Context: an optimization exercise on an open-source flow, tuned for small area, a short achievable clock period and few clock cycles per item. The choices shown serve that exercise and are no tape-out recipe. The RTL was checked by simulation tests, not by an equivalence proof against the original design. No activity file was given, so power comes from the tool's default toggle rates.

// frc_enc
module frc_enc (
    input  wire        clk,
    input  wire        rst,
    input  wire [4:0]  cfg_depth,    
    input  wire [2:0]  cfg_ratio,    
    input  wire [1:0]  cfg_ph,       
    input  wire [1:0]  cfg_pv,       
    input  wire        in_valid,
    output wire        in_ready,
    input  wire [15:0] in_data,
    output wire        out_valid,
    input  wire        out_ready,
    output wire [31:0] out_data,
    output wire        out_last
);
    localparam M_LOAD = 2'd0;
    localparam M_EVAL = 2'd1;
    localparam M_EMIT = 2'd2;
    localparam M_SAFE = 2'd3;
    localparam P_IDLE  = 2'd0;
    localparam P_CODES = 2'd1;
    localparam P_PAD   = 2'd2;
    reg  [4:0]  depth;
    reg  [2:0]  ratio;
    reg  [1:0]  ph_lg, pv_lg;
    reg  [10:0] bt;
    always @(*) begin
        case ({depth, ratio})
            8'd64: bt = {6'd16, 5'd3};
            8'd65: bt = {6'd10, 5'd2};
            8'd66: bt = {6'd8, 5'd1};
            8'd67: bt = {6'd6, 5'd1};
            8'd68: bt = {6'd5, 5'd1};
            8'd69: bt = {6'd4, 5'd0};
            8'd70: bt = {6'd4, 5'd0};
            8'd71: bt = {6'd4, 5'd0};
            8'd72: bt = {6'd18, 5'd4};
            8'd73: bt = {6'd12, 5'd2};
            8'd74: bt = {6'd9, 5'd2};
            8'd75: bt = {6'd7, 5'd1};
            8'd76: bt = {6'd6, 5'd1};
            8'd77: bt = {6'd4, 5'd0};
  ...
Size in the first run: ~14000 cells after synthesis, ~3500 flip-flops, ~67 I/O pins, roughly 140000 um2 of cells after synthesis.
export LEC_CHECK = 0
export CAP_MARGIN = 20
export CORE_MARGIN = 2
export CORE_UTILIZATION = 40
export PLACE_DENSITY = 0.6
export SLEW_MARGIN = 20
create_clock -name core_clock -period 25.0 [get_ports {clk}]
run.sh (not shown) runs the stock make flow with config.mk's settings and CLKGATE_MAP_FILE= SYNTH_SCRIPT=/design/flow/synth_recipe.tcl, a recipe that flattens the netlist after the stock synthesis.
The baseline completed without violations.
Testbench counts at the start, summed over its fixed seeds: cycles 156,949, blocks 320.
Then changed:
--- a/flow/design.v
+++ b/flow/design.v
@@ -146,74 +146,72 @@
     wire [15:0] xs2 = ring2[463:448];       
     wire [15:0] xs3 = ring3[447:432];       
     reg  [3:0]  q_run;                       
     reg  [3:0]  qu1, qu2, qu3;
     reg  [3:0]  qm0, qm1, qm2, qm3;          
     always @(posedge clk) begin
         qu1 <= q_run; qu2 <= qu1; qu3 <= qu2;
         qm0 <= q_run; qm1 <= qu1; qm2 <= qu2; qm3 <= qu3;
     end
-    reg  [159:0] hv0, hv1, hv2, hv3;
+    reg  [127:0] hv0, hv1, hv2, hv3;
     wire [15:0]  rec0, rec1, rec2, rec3;
     always @(posedge clk) begin
-        hv0 <= {hv0[143:0], rec0};
-        hv1 <= {hv1[143:0], rec1};
-        hv2 <= {hv2[143:0], rec2};
-        hv3 <= {hv3[143:0], rec3};
+        hv0 <= {hv0[111:0], rec0};
+        hv1 <= {hv1[111:0], rec1};
+        hv2 <= {hv2[111:0], rec2};
+        hv3 <= {hv3[111:0], rec3};
     end
-    function [15:0] hsel(input [159:0] hv, input [3:0] k);
-        hsel = hv[k * 16 +: 16];
-    endfunction
     wire [3:0]  ph_oh = 4'd1 << ph_lg;
     reg  [3:0]  as0, as1, as2, as3;         
     reg  [3:0]  as0h, as1h, as2h, as3h;
-    reg  [3:0]  cs1, cs1h;                  
-    reg  [7:0]  cs2, cs3, cs2h, cs3h;       
     reg         bs2, bs3, bs2h, bs3h;       
     reg  [1:0]  pha0, pha1, pha2, pha3;
     reg  [1:0]  pv2, pv3;
     reg  [4:0]  dep1, dep2, dep3;
     always @(posedge clk) begin
         as0 <= ph_oh; as1 <= as0; as2 <= as1; as3 <= as2;
         as0h <= as0; as1h <= as1; as2h <= as2; as3h <= as3;
-        cs1 <= ph_oh; cs1h <= cs1;
-        cs2 <= (pv_lg == 2'd0) ? {4'd0, ph_oh} : {ph_oh, 4'd0};
-        cs3 <= cs2; cs2h <= cs2; cs3h <= cs3;
         bs2 <= (pv_lg == 2'd0); bs3 <= bs2; bs2h <= bs2; bs3h <= bs3;
         pha0 <= ph_lg; pha1 <= pha0; pha2 <= pha1; pha3 <= pha2;
         pv2 <= pv_lg; pv3 <= pv2;
         dep1 <= depth; dep2 <= dep1; dep3 <= dep2;
     end
-    function [15:0] hpick4(input [159:0] hv, input [3:0] s, input [3:0] base);
-        hpick4 = ({16{s[0]}} & hv[(base + 0) * 16 +: 16]) | ({16{s[1]}} & hv[(base + 1) * 16 +: 16])
-               | ({16{s[2]}} & hv[(base + 3) * 16 +: 16]) | ({16{s[3]}} & hv[(base + 7) * 16 +: 16]);
+    function [15:0] hpick4(input [127:0] hv, input [3:0] s);
+        hpick4 = ({16{s[0]}} & hv[15:0]) | ({16{s[1]}} & hv[31:16])
+               | ({16{s[2]}} & hv[63:48]) | ({16{s[3]}} & hv[127:112]);
     endfunction
-    function [15:0] hpick(input [159:0] hv, input [3:0] sl, input [3:0] sh, input [3:0] base);
+    function [15:0] hpick(input [127:0] hv, input [3:0] sl, input [3:0] sh);
         reg [15:0] lo, hi;
         begin
-            lo = hpick4(hv, sl, base);
-            hi = hpick4(hv, sh, base);
+            lo = hpick4(hv, sl);
+            hi = hpick4(hv, sh);
             hpick = {hi[15:8], lo[7:0]};
         end
     endfunction
     function [15:0] bpick(input [15:0] u, input [15:0] v, input sl, input sh);
         bpick = {sh ? u[15:8] : v[15:8], sl ? u[7:0] : v[7:0]};
     endfunction
-    wire [15:0] a0 = hpick(hv0, as0, as0h, 4'd0);
-    wire [15:0] a1 = hpick(hv1, as1, as1h, 4'd0);
-    wire [15:0] a2 = hpick(hv2, as2, as2h, 4'd0);
-    wire [15:0] a3 = hpick(hv3, as3, as3h, 4'd0);
+    wire [15:0] a0 = hpick(hv0, as0, as0h);
+    wire [15:0] a1 = hpick(hv1, as1, as1h);
+    wire [15:0] a2 = hpick(hv2, as2, as2h);
+    wire [15:0] a3 = hpick(hv3, as3, as3h);
+    reg  [15:0] a0d1, a0d2, a1d1, a1d2, a2d1;
+    always @(posedge clk) begin
+        a0d1 <= a0; a0d2 <= a0d1;
+        a1d1 <= a1; a1d2 <= a1d1;
+        a2d1 <= a2;
+    end
     wire [15:0] b1 = hv0[15:0];
-    wire [15:0] c1 = hpick(hv0, cs1, cs1h, 4'd1);
+    wire [15:0] c1 = a0d1;
     wire [15:0] b2 = bpick(hv1[15:0], hv0[31:16], bs2, bs2h);
-    wire [15:0] c2 = hpick(hv1, cs2[3:0], cs2h[3:0], 4'd1) | hpick(hv0, cs2[7:4], cs2h[7:4], 4'd2);
+    wire [15:0] c2 = bpick(a1d1, a0d2, bs2, bs2h);
     wire [15:0] b3 = bpick(hv2[15:0], hv1[31:16], bs3, bs3h);
-    wire [15:0] c3 = hpick(hv2, cs3[3:0], cs3h[3:0], 4'd1) | hpick(hv1, cs3[7:4], cs3h[7:4], 4'd2);
+    wire [15:0] c3 = bpick(a2d1, a1d2, bs3, bs3h);
     wire [4:0]  col0 = cph;
     wire [4:0]  col1 = cph - 5'd1;
     wire [4:0]  col2 = cph - 5'd2;
     wire [4:0]  col3 = cph - 5'd3;
     wire        lf0 = (col0 >> pha0) == 5'd0;
     wire        lf1 = (col1 >> pha1) == 5'd0;
     wire        lf2 = (col2 >> pha2) == 5'd0;
     wire        lf3 = (col3 >> pha3) == 5'd0;
     wire        tp1 = (pv_lg != 2'd0);
Final cell count drops slightly.
Final area drops slightly.
Routed wire length barely changes.
Synthesized cell count drops slightly.
Hold slack hardly moves.
Non-clock buffer count drops by 31.
Worst setup slack improves by 0.27 ns.
Sequential cell count drops by 24.
Core utilization drops by 0.15 points.
Area after synthesis drops slightly.
Testbench counts after the change, summed over its fixed seeds: cycles 156,949, blocks 320.

---

Setup of P:
Another version of the RTL of frc_enc (not shown whole).
For scale: ~14000 cells after synthesis, ~3500 flip-flops, roughly 67 I/O pins, about 140000 sq um of cells after synthesis.
make LEC_CHECK=0 CAP_MARGIN=20 CORE_MARGIN=2 CORE_UTILIZATION=40 PLACE_DENSITY=0.6 SLEW_MARGIN=20 finish   # period 25.0 ns
Testbench counts of P, summed over its fixed seeds: cycles 156,949, blocks 320.
### P -> Q
diff --git a/flow/design.v b/flow/design.v
--- a/flow/design.v
+++ b/flow/design.v
@@ -235,70 +235,60 @@
         md0a <= mr0; md0b <= md0a; md0c <= md0b;
         md1a <= mr1; md1b <= md1a;
         md2a <= mr2;
     end
     function [5:0] fcode(input [16:0] m, input [2:0] t);
         reg [16:0] u;
         begin
             u = m >> t;
             if (u < 17'd24) fcode = {1'b0, u[4:0]};
             else            fcode = 6'd40 - {3'b0, t};
         end
     endfunction
-    reg  [10:0] acc [0:7];
-    reg  [7:0]  nf;
-    reg  [7:0]  fs [0:7];           
-    reg  [13:0] cnt0_r;
+    reg  [13:0] acc [0:7];
     integer t;
-    wire        rstart = (cph == 5'd6);
-    reg  [13:0] nsum;
+    wire        rstart = (cph == 5'd5);
     always @(posedge clk) begin
-        cnt0_r <= cnt0;
         for (t = 0; t < 8; t = t + 1) begin
-            fs[t] <= {2'd0, fcode(md0c, t[2:0])} + {2'd0, fcode(md1b, t[2:0])}
-                   + {2'd0, fcode(md2a, t[2:0])} + {2'd0, fcode(mr3, t[2:0])};
-            if (rstart)
-                nsum = cnt0_r + {t[6:0], 7'd0} + {6'd0, fs[t]};
-            else
-                nsum = {{3{acc[t][10]}}, acc[t]} + {6'd0, fs[t]};
-            acc[t] <= nsum[10:0];
-            nf[t]  <= (rstart ? 1'b0 : nf[t]) || !nsum[13];
+            acc[t] <= (rstart ? cnt0 + {t[6:0], 7'd0} : acc[t])
+                    + {8'd0, fcode(md0c, t[2:0])} + {8'd0, fcode(md1b, t[2:0])}
+                    + {8'd0, fcode(md2a, t[2:0])} + {8'd0, fcode(mr3, t[2:0])};
         end
     end
-    function [14:0] pbest(input [14:0] l, input [14:0] r);    
+    function [17:0] pbest(input [17:0] l, input [17:0] r);    
         begin
-            if (l[14] && (!r[14] || $signed(l[10:0]) <= $signed(r[10:0]))) pbest = l;
+            if (l[17] && (!r[17] || $signed(l[13:0]) <= $signed(r[13:0]))) pbest = l;
             else pbest = r;
         end
     endfunction
-    wire [14:0] pl0 = {!nf[0], 3'd0, acc[0]};
-    wire [14:0] pl1 = {!nf[1], 3'd1, acc[1]};
-    wire [14:0] pl2 = {!nf[2], 3'd2, acc[2]};
-    wire [14:0] pl3 = {!nf[3], 3'd3, acc[3]};
-    wire [14:0] pl4 = {!nf[4], 3'd4, acc[4]};
-    wire [14:0] pl5 = {!nf[5], 3'd5, acc[5]};
-    wire [14:0] pl6 = {!nf[6], 3'd6, acc[6]};
-    wire [14:0] pl7 = {!nf[7], 3'd7, acc[7]};
-    reg  [14:0] pbh0, pbh1;
-    wire [14:0] pbst = pbest(pbh0, pbh1);
+    wire [17:0] pl0 = {acc[0][13], 3'd0, acc[0]};
+    wire [17:0] pl1 = {acc[1][13], 3'd1, acc[1]};
+    wire [17:0] pl2 = {acc[2][13], 3'd2, acc[2]};
+    wire [17:0] pl3 = {acc[3][13], 3'd3, acc[3]};
+    wire [17:0] pl4 = {acc[4][13], 3'd4, acc[4]};
+    wire [17:0] pl5 = {acc[5][13], 3'd5, acc[5]};
+    wire [17:0] pl6 = {acc[6][13], 3'd6, acc[6]};
+    wire [17:0] pl7 = {acc[7][13], 3'd7, acc[7]};
+    reg  [17:0] pbh0, pbh1;
+    wire [17:0] pbst = pbest(pbh0, pbh1);
     reg         pk_found;
     reg  [2:0]  pk_t;
     always @(posedge clk) begin
         if (rstart) begin
             pbh0 <= pbest(pbest(pl0, pl1), pbest(pl2, pl3));
             pbh1 <= pbest(pbest(pl4, pl5), pbest(pl6, pl7));
         end
-        if (cph == 5'd7) begin
-            pk_found <= pbst[14];
-            pk_t     <= pbst[13:11];
+        if (cph == 5'd6) begin
+            pk_found <= pbst[17];
+            pk_t     <= pbst[16:14];
         end
     end
     reg  [1:0]  mode;
     reg         cur_pass, pk_pass;
     reg  [3:0]  cur_q, pk_q;
     reg  [3:0]  qs;
     reg  [2:0]  ts;
     reg         hdr_pend;
     wire        rend = (cph == 5'd31);
     wire [6:0]  lpos_nx = lpos + {6'd0, acc_in};
     wire        load_end = acc_in & last_smp;
     always @(posedge clk) begin
## What came out
- Comparing P and Q, synthesized area is lower on Q.
- Q ends up with a total number of cells along the worst setup path that is 19 higher than in P.
- From P to Q the numbers moved as follows: combinational share of power shows an increase of 1.9 points; power shows an increase of about 2.7%; tapcell count shows a reduction of 63.
- Summary: with P as the reference, total met3 wirelength after detailed routing in Q moved down by a few percent.
- On multiplexer area fraction after synthesis: Q sits below P.
- Q reports a lower count of multi-input combinational gates than P does.
- When Q is measured against P, its area of the multi-input gates turns out 2400 sq um lower.
- Going from P to Q, the die area was shrunk.
Testbench counts of Q, summed over its fixed seeds: cycles 156,949, blocks 320.

-- what the ideal ports hide --
The flow's constraints put no driver on any port. The routed layouts listed below were extracted and timed again, unchanged, in two steps. Step 1 (the two cells are an assumption about what drives the block):
set clk [get_ports {clk}]
set_driving_cell -lib_cell sky130_fd_sc_hd__clkbuf_16 $clk
set_driving_cell -lib_cell sky130_fd_sc_hd__buf_2 [delete_from_list [all_inputs] $clk]
Step 2 times the ports against the registers' clock, not the clock port: input delays grow and output delays shrink by t, the midpoint of the rising clock arrivals with the driver on. Slacks: ideal ports / drivers / drivers and shift; pairs: ideal ports / drivers.
run	t, ns	slack for setup (ns)	worst setup path after step 2	worst register clock-pin slew, ns	pins driven straight from the clock port
the first run of note 1	1.026	17.329 / 17.329 / 17.329	register to register	0.07 / 0.07	1
the second run of note 1	1.030	17.600 / 17.600 / 17.600	register to register	0.08 / 0.08	1
P	1.038	17.930 / 17.822 / 17.556	input to register	0.08 / 0.08	1
Q	1.028	17.437 / 17.437 / 17.437	register to register	0.08 / 0.08	1
After both steps every run listed still meets setup and hold. The setup slack of P, which loses most, moves by -0.108 ns with the drivers and by -0.374 ns with both steps.
